What follows belongs to an exercise in optimizing a design on an open flow for small area, a short achievable clock period and few clock cycles per item; a production flow would make more cautious choices.
Only simulation tests tie the RTL to the original design; equivalence was not proved.
Power figures rest on the tool's default switching activity, not on a simulated workload.

File: flow/design.v
module flt_chain (
    input  wire        clk,
    input  wire        rst,           
    input  wire        sync,          
    input  wire [2:0]  cfg_order,     
    input  wire [6:0]  cfg_dec,       
    input  wire [6:0]  cfg_ntap,      
    input  wire        coef_we,       
    input  wire [4:0]  coef_addr,
    input  wire [23:0] coef_data,     
    input  wire        in_valid,
    output wire        in_ready,
    input  wire [17:0] in_data,       
    output wire        out_valid,
    input  wire        out_ready,
    output wire [29:0] out_data,      
    output wire        out_sat
);
    localparam IW = 42;               
    localparam S_IN   = 3'd0;
    localparam S_COMB = 3'd1;
    localparam S_DIV  = 3'd2;
    localparam S_FIR  = 3'd3;
    localparam S_SHIFT = 3'd4;
    localparam S_RND  = 3'd5;
    localparam S_OUT  = 3'd6;
    reg [2:0]  state;
    reg [2:0]  order;
    reg [6:0]  dec;
    reg [6:0]  ntap;
    reg signed [23:0] coef [0:31];
    reg signed [IW-1:0] integ [0:3];
    reg signed [IW-1:0] comb_d [0:3];
    reg [6:0]  dec_cnt;
    reg [55:0] div_num;               
    reg        div_neg;
    reg [25:0] div_rem;
    reg [30:0] div_q;
    reg [4:0]  div_step;
    reg signed [29:0] hist [0:63];
    reg signed [59:0] acc;
    reg [6:0]  tap;
    reg [29:0] res;
    reg        res_sat;
    integer k, j;
    wire [13:0] r2 = dec * dec;
    wire [20:0] r3 = r2 * dec;
    wire [27:0] r4 = r3 * dec;
    wire [24:0] rn = (order == 3'd1) ? {18'd0, dec} :
                     (order == 3'd2) ? {11'd0, r2}  :
                     (order == 3'd3) ? {4'd0, r3}   : r4[24:0];
    reg  [25:0] div_d;
    always @(posedge clk) div_d <= {rn, 1'b0};
    wire [2:0] ord_m1_w = order - 3'd1;
    wire [1:0] ord_m1   = ord_m1_w[1:0];
    reg signed [IW-1:0] comb_in [0:4];
    always @* begin
        comb_in[0] = integ[ord_m1];
        for (j = 0; j < 4; j = j + 1) begin
            if (j < order)
                comb_in[j+1] = comb_in[j] - comb_d[j];
            else
                comb_in[j+1] = comb_in[j];
        end
    end
    wire signed [IW-1:0] cic_c = comb_in[4];
    wire signed [55:0] cic_num = ($signed({{14{cic_c[IW-1]}}, cic_c}) <<< 13)
                                 + $signed({31'd0, div_d[25:1]});
    wire [55:0] cic_abs = cic_num[55] ? -cic_num : cic_num;
    wire [26:0] div_try  = {div_rem, div_num[30]};
    wire        div_ge   = div_try >= {1'b0, div_d};
    wire [26:0] div_next = div_ge ? div_try - {1'b0, div_d} : div_try;
    wire [30:0] q_mag = div_q + {30'd0, div_neg & (div_rem != 26'd0)};
    wire signed [30:0] cic_out = div_neg ? -$signed(q_mag) : $signed(q_mag);
    wire [6:0] mirror  = ntap - 7'd1 - tap;
    wire [6:0] cidx    = (tap < mirror) ? tap : mirror;
    wire signed [23:0] h_cur = coef[cidx[4:0]];
    wire signed [29:0] x_cur = hist[tap[5:0]];
    wire signed [53:0] prod  = x_cur * h_cur;
    wire signed [59:0] acc_next = acc + {{6{prod[53]}}, prod};
    wire signed [59:0] acc_rnd = acc + 60'sd4194304;
    wire signed [36:0] y_full  = acc_rnd[59:23];
    wire y_hi = y_full > 37'sd536870911;
    wire y_lo = y_full < -37'sd536870912;
    always @(posedge clk) begin
        if (rst) begin
            state   <= S_IN;
            order   <= 3'd1;
            dec     <= 7'd2;
            ntap    <= 7'd1;
            dec_cnt <= 7'd0;
            for (k = 0; k < 32; k = k + 1) coef[k] <= 24'sd0;
            for (k = 0; k < 4; k = k + 1) begin
                integ[k]  <= 0;
                comb_d[k] <= 0;
            end
            for (k = 0; k < 64; k = k + 1) hist[k] <= 30'sd0;
            acc      <= 0;
            tap      <= 7'd0;
            div_num  <= 0;
            div_neg  <= 1'b0;
            div_rem  <= 0;
            div_q    <= 0;
            div_step <= 0;
            res      <= 0;
            res_sat  <= 1'b0;
        end else if (sync) begin
            state   <= S_IN;
            order   <= cfg_order;
            dec     <= cfg_dec;
            ntap    <= cfg_ntap;
            dec_cnt <= 7'd0;
            if (coef_we) coef[coef_addr] <= coef_data;
            for (k = 0; k < 4; k = k + 1) begin
                integ[k]  <= 0;
                comb_d[k] <= 0;
            end
            for (k = 0; k < 64; k = k + 1) hist[k] <= 30'sd0;
        end else begin
            case (state)
                S_IN: if (in_valid) begin
                    integ[0] <= integ[0] + {{(IW-18){in_data[17]}}, in_data};
                    if (order > 3'd1) integ[1] <= integ[1] + integ[0] + {{(IW-18){in_data[17]}}, in_data};
                    if (order > 3'd2) integ[2] <= integ[2] + integ[1] + integ[0] + {{(IW-18){in_data[17]}}, in_data};
                    if (order > 3'd3) integ[3] <= integ[3] + integ[2] + integ[1] + integ[0] + {{(IW-18){in_data[17]}}, in_data};
                    if (dec_cnt == dec - 7'd1) begin
                        dec_cnt <= 7'd0;
                        state   <= S_COMB;
                    end else begin
                        dec_cnt <= dec_cnt + 7'd1;
                    end
                end
                S_COMB: begin
                    for (k = 0; k < 4; k = k + 1)
                        if (k < order) comb_d[k] <= comb_in[k];
                    div_neg  <= cic_num[55];
                    div_num  <= cic_abs;
                    div_rem  <= cic_abs[55:31] + 26'd0;
                    div_q    <= 31'd0;
                    div_step <= 5'd0;
                    state    <= S_DIV;
                end
                S_DIV: begin
                    div_rem  <= div_next[25:0];
                    div_q    <= {div_q[29:0], div_ge};
                    div_num  <= {div_num[54:0], 1'b0};
                    div_step <= div_step + 5'd1;
                    if (div_step == 5'd30) state <= S_SHIFT;
                end
                S_SHIFT: begin
                    hist[0] <= cic_out[29:0];
                    for (k = 1; k < 64; k = k + 1) hist[k] <= hist[k-1];
                    tap   <= 7'd0;
                    acc   <= 0;
                    state <= S_FIR;
                end
                S_FIR: begin
                    acc <= acc_next;
                    tap <= tap + 7'd1;
                    if (tap == ntap - 7'd1) state <= S_RND;
                end
                S_RND: begin
                    res     <= y_hi ? 30'h1fffffff : y_lo ? 30'h20000000 : y_full[29:0];
                    res_sat <= y_hi | y_lo;
                    state   <= S_OUT;
                end
                S_OUT: begin
                    if (out_ready) state <= S_IN;
                end
                default: state <= S_IN;
            endcase
        end
    end
    assign in_ready  = (state == S_IN);
    assign out_valid = (state == S_OUT);
    assign out_data  = res;
    assign out_sat   = res_sat;
endmodule
File: flow/constraint.sdc
create_clock -name core_clock -period 16.0 [get_ports {clk}]
set_input_delay 3.2000 -clock core_clock [delete_from_list [all_inputs] [get_ports {clk}]]
set_output_delay 3.2000 -clock core_clock [all_outputs]
set_load 0.01 [all_outputs]
File: flow/run.sh
#!/bin/bash
# synth_recipe.tcl (not shown) runs the flow's synth.tcl, then flattens the netlist and writes it again
# the make line also repeats each setting of config.mk as NAME=value (left out here)
make -C /OpenROAD-flow-scripts/flow DESIGN_CONFIG=/design/flow/config.mk WORK_HOME=/design/flow/orfs CLKGATE_MAP_FILE= SYNTH_SCRIPT=/design/flow/synth_recipe.tcl finish
File: flow/config.mk
export PLATFORM = sky130hd
export DESIGN_NAME = flt_chain
export DESIGN_NICKNAME = flt_chain
export VERILOG_FILES = /design/flow/design.v
export SDC_FILE = /design/flow/constraint.sdc
export NUM_CORES = 4
export LEC_CHECK = 0
export CAP_MARGIN = 20
export CORE_MARGIN = 2
export CORE_UTILIZATION = 40
export PLACE_DENSITY = 0.6
export SLEW_MARGIN = 20
==> summary.txt <==
[per-layer routing]
layer  vias up  GRT usage  part of all wire
met5         -          0           0.00020
met4        24     0.0982             0.042
met3      1269     0.0384             0.081
met2      6575      0.416              0.45
met1     81700      0.358              0.42
li1      77100          -                 -
[repair_timing]
| action | in CTS | in global routing |
|---|---|---|
| resized for setup | 0 | 29 |
| buffers inserted | 0 | 3 |
| endpoints found under the setup margin | 0 | 10 |
[cell families (layout without fill, tap and decap cells)]
kind of cell,after synthesis,count (layout),synth area share
other cells,0,17,0
buf+inv,2907,2631,0.0552
fa+ha+maj,1727,1727,0.148
mux,419,419,0.0360
flops,3267,3267,0.369
compound gates,5334,5334,0.168
simple gates,8674,8674,0.197
xor+xnor,614,614,0.0273
[worst min-delay path: stages, from the launching register on]
cell	delay, ns
dfxtp_1	0.32
nand2_1	0.06
a21oi_1	0.05
[layout by cell type, fill, tap and decap left out, drive strengths merged, types with 56 or more instances in the layout]
cell              n
o21ai           439
mux2i           162
or2             507
a22o            274
or3              62
nand2          4917
buf             529
ha              694
nor2b           138
a21o            232
xnor2           406
nand4           219
edfxtp          768
a221oi          273
nor4             56
mux4            232
clkdlybuf4s50    91
nor3            186
o21a             72
inv            1358
nor2           1081
clkbuf          510
a22oi           461
nand3           270
fa             1033
and2            878
a21oi          2724
a31oi            79
xor2            205
nand2b          148
clkinv           98
dfxtp          2499
o211ai           79
a211oi          231
and3             78
[sequential cells by signal, summed over array words and instances (netlist names), 25 cells and up]
| name | count |
|---|---|
| hist | 1920 |
| coef | 768 |
| comb_d | 168 |
| integ | 168 |
| acc | 60 |
| div_num | 31 |
| div_q | 30 |
| res | 30 |
| div_rem | 26 |
| div_d | 25 |
[power groups by stage]
stage	registers [mW]	clock network (mW)	logic, mW
4_1_cts	8.65	8.91	6.13
6_report	8.65	8.82	6.24
5_1_grt	8.66	9.24	6.82
3_5_place_dp	8.83	0	6.09
2_1_floorplan	8.79	0	4.45
3_3_place_gp	8.83	0	6.05
[through the flow]
| stage | setup slack (ns) | util |
|---|---|---|
| final | 0.853 | 0.446 |
| after global routing | -0.00788 | 0.446 |
| after CTS | 0.281 | 0.445 |
| after detailed placement | 0.318 | 0.420 |
| after global placement | -0.0158 | 0.420 |
| after floorplan | 1.43 | - |
[final cells by class]
type | count | area [µm²] | area share
clock inverters | 154 | 1940 | 0.00882
well taps | 6500 | 8130 | 0.0369
multi-input cells | 16800 | 116000 | 0.525
repair buffers | 623 | 5780 | 0.0262
flip-flops and latches | 3267 | 73100 | 0.332
inverters | 1347 | 5060 | 0.0230
clock buffers | 507 | 10500 | 0.0476
diodes | 17 | 42.5 | 0.000193
[how the worst max path moves through the flow]
| stage | from | endpoint | slack, ns | cells after the start |
|---|---|---|---|---|
| floorplan | ntap[0] | acc[58] | 1.43 | 63 |
| detailed placement | ntap[0] | acc[58] | 0.32 | 65 |
| finish | ntap[0] | acc[58] | 0.85 | 65 |
| global route | ntap[0] | acc[58] | -0.008 | 65 |
| CTS | ntap[0] | acc[58] | 0.28 | 65 |
| global placement | ntap[0] | acc[58] | -0.02 | 65 |
==> impl_results.md <==
* Post-Syn Nets at 24700
* FF-to-FF Start: ntap[0]
* CP peak stage delay at 0.69 ns
* Status: timing/DRC/antenna clean
* P_leak at 80.8 nW
* Post-Synthesis Cells at 22900
* Chip width at 708 µm
* Area Overhead vs Synth at 11.0%
* Ys async rst share at 0
* Core Area at 494000 µm²
* GP Congestion at 0.895
* Worst R2R Path Depth at 65
* Placed inst area at 207000 µm²
* GRT Residual Overflow at 0
* IO Port Bufs at 102
* Cell Count, Final, Fillers Out at 29200
* WL/cell at 23.2 µm
* Hold Crit Class: reg -> reg
* DPL Wire Length at 445 mm
* Via density at 5.71
* Clk network pwr share at 0.372
* First-pass GRT wire length at 1010 mm
* Crit. End Element: flop
* Clock Path Buffers at 4
* Share of layout cells above drive strength 1 at 0.0947
* Slew Limit Fails at 0
* Maxcap violations at 0
* Vias in the first global route at 157000
* Antenna violations before repair at 42
* Initial Utilization at 0.402
* NetSw at 7.59 mW
* Distinct cells, synth at 109
* Clock Skews at 0.0453 ns
* CP Data Arrival Time at 16.04 ns
* Post-route cell area at 220000 µm²
* Most numerous cell on the critical path: inv_1
* Routed Antenna Nets at 0
* Hold path start: hist[53][2]
* Int Pwr at 16.1 mW
* Ranking of synthesized cells by area: dfxtp_1, edfxtp_1, fa_1
* Hold Path End: hist[54][2]
* Seq pwr share at 0.365
* Critical path required time at 16.89 ns
* Most common cell in the netlist: nand2_1
* CP Max Fanout at 57
* Die height at 708 µm
* TNS Setup at 0 ns
* Fillcell total at 47700
* Max stage delay cell, worst path: a211oi_1
* R2r endpoint: acc[58]
* Nature of the critical path startpoint: flop
* Die area at 501000 µm²
* Synth Flop Type: dfxtp_1
* Num CTS Buffers at 364
* VDD IR max at 0.0917 mV
* EDFF count, synth at 768
* Yosys reg bits at 3267
* # rows at 258
* Count of final hold-check violations at 0
* Delay-heaviest family, CP: adder cells
* Area share of the leading cell type in the synthesized netlist at 0.252
* Final Net Count at 24200
* List of most frequent post-synthesis cells: nand2_1, a21oi_1, dfxtp_1
* Clk Latency, worst-skew pair at 1.00 ns
* Hold path cells at 2
* Post-layout min period at 15.15 ns
* DR DRC count at 0
* Initial drt markers at 20100
* Worst path bufs/invs at 14
* Worst hold slack at 0.443 ns
* Global Route Usage Sum at 0.261
* Sw Share at 0.320
* Reg clk slew, reported paths at 0.06 ns
* Final Cycle Share at 0.947
* R2R Setup Slk at 0.85 ns
* Root Driver: clkbuf_16
* IO Pins at 103
* Avg Inst Size Synth at 8.64 µm²
* Htree depth at 5
* Post-placement cell count at 28500
* PD cells at 108 nW/µm²
* CTS hold repair buffers at 0
* Critical path class: reg -> reg
* Via count at 167000
* Sequential area share after synthesis at 0.369
* Wirelength, routed at 677 mm
* Fmax at 66.0 MHz
* Worst-Margin Slew at 1.25 ns
* Tot Pwr at 23.7 mW
* CTS Sinks at 3267
* Ys Warns at 5
* CTS tree: yes
* Max-Slew Margin vs Limit at 0.165
* Synthesized cell area at 198000 µm²
* Final setup vio count at 0
* First drt pass iteration count at 7
* Comb power frac at 0.263
* Post-synth top area cell: dfxtp_1
* Largest net degree at the start of global routing at 255
Testbench counts, summed over its fixed seeds: cycles 271,680, samples 19,200.

separate check: timing with driven ports:
The flow's constraints put no driver on any port. The routed layout listed below was extracted and timed again, unchanged, in two steps. Step 1, drivers: a clkbuf_16 drives clk and a buf_2 each remaining input, both assumed. Step 2 also shifts input and output timing later by t, the mid clock arrival at the registers, as if the neighbouring blocks saw the same clock. a / b / c = ideal / step 1 / step 2; a / b = the first two.
t (ns): 1.103
slack for setup (ns): 0.853 / 0.853 / 0.853
hold WS [ns]: 0.443 / 0.443 / 0.443
worst setup path at the end: register to register
worst data-port slew with drivers (ns): 0.24
After both steps setup and hold are still met in this run. For this run, drivers alone change the setup slack by 0.000 ns; drivers and shift together by 0.000 ns.
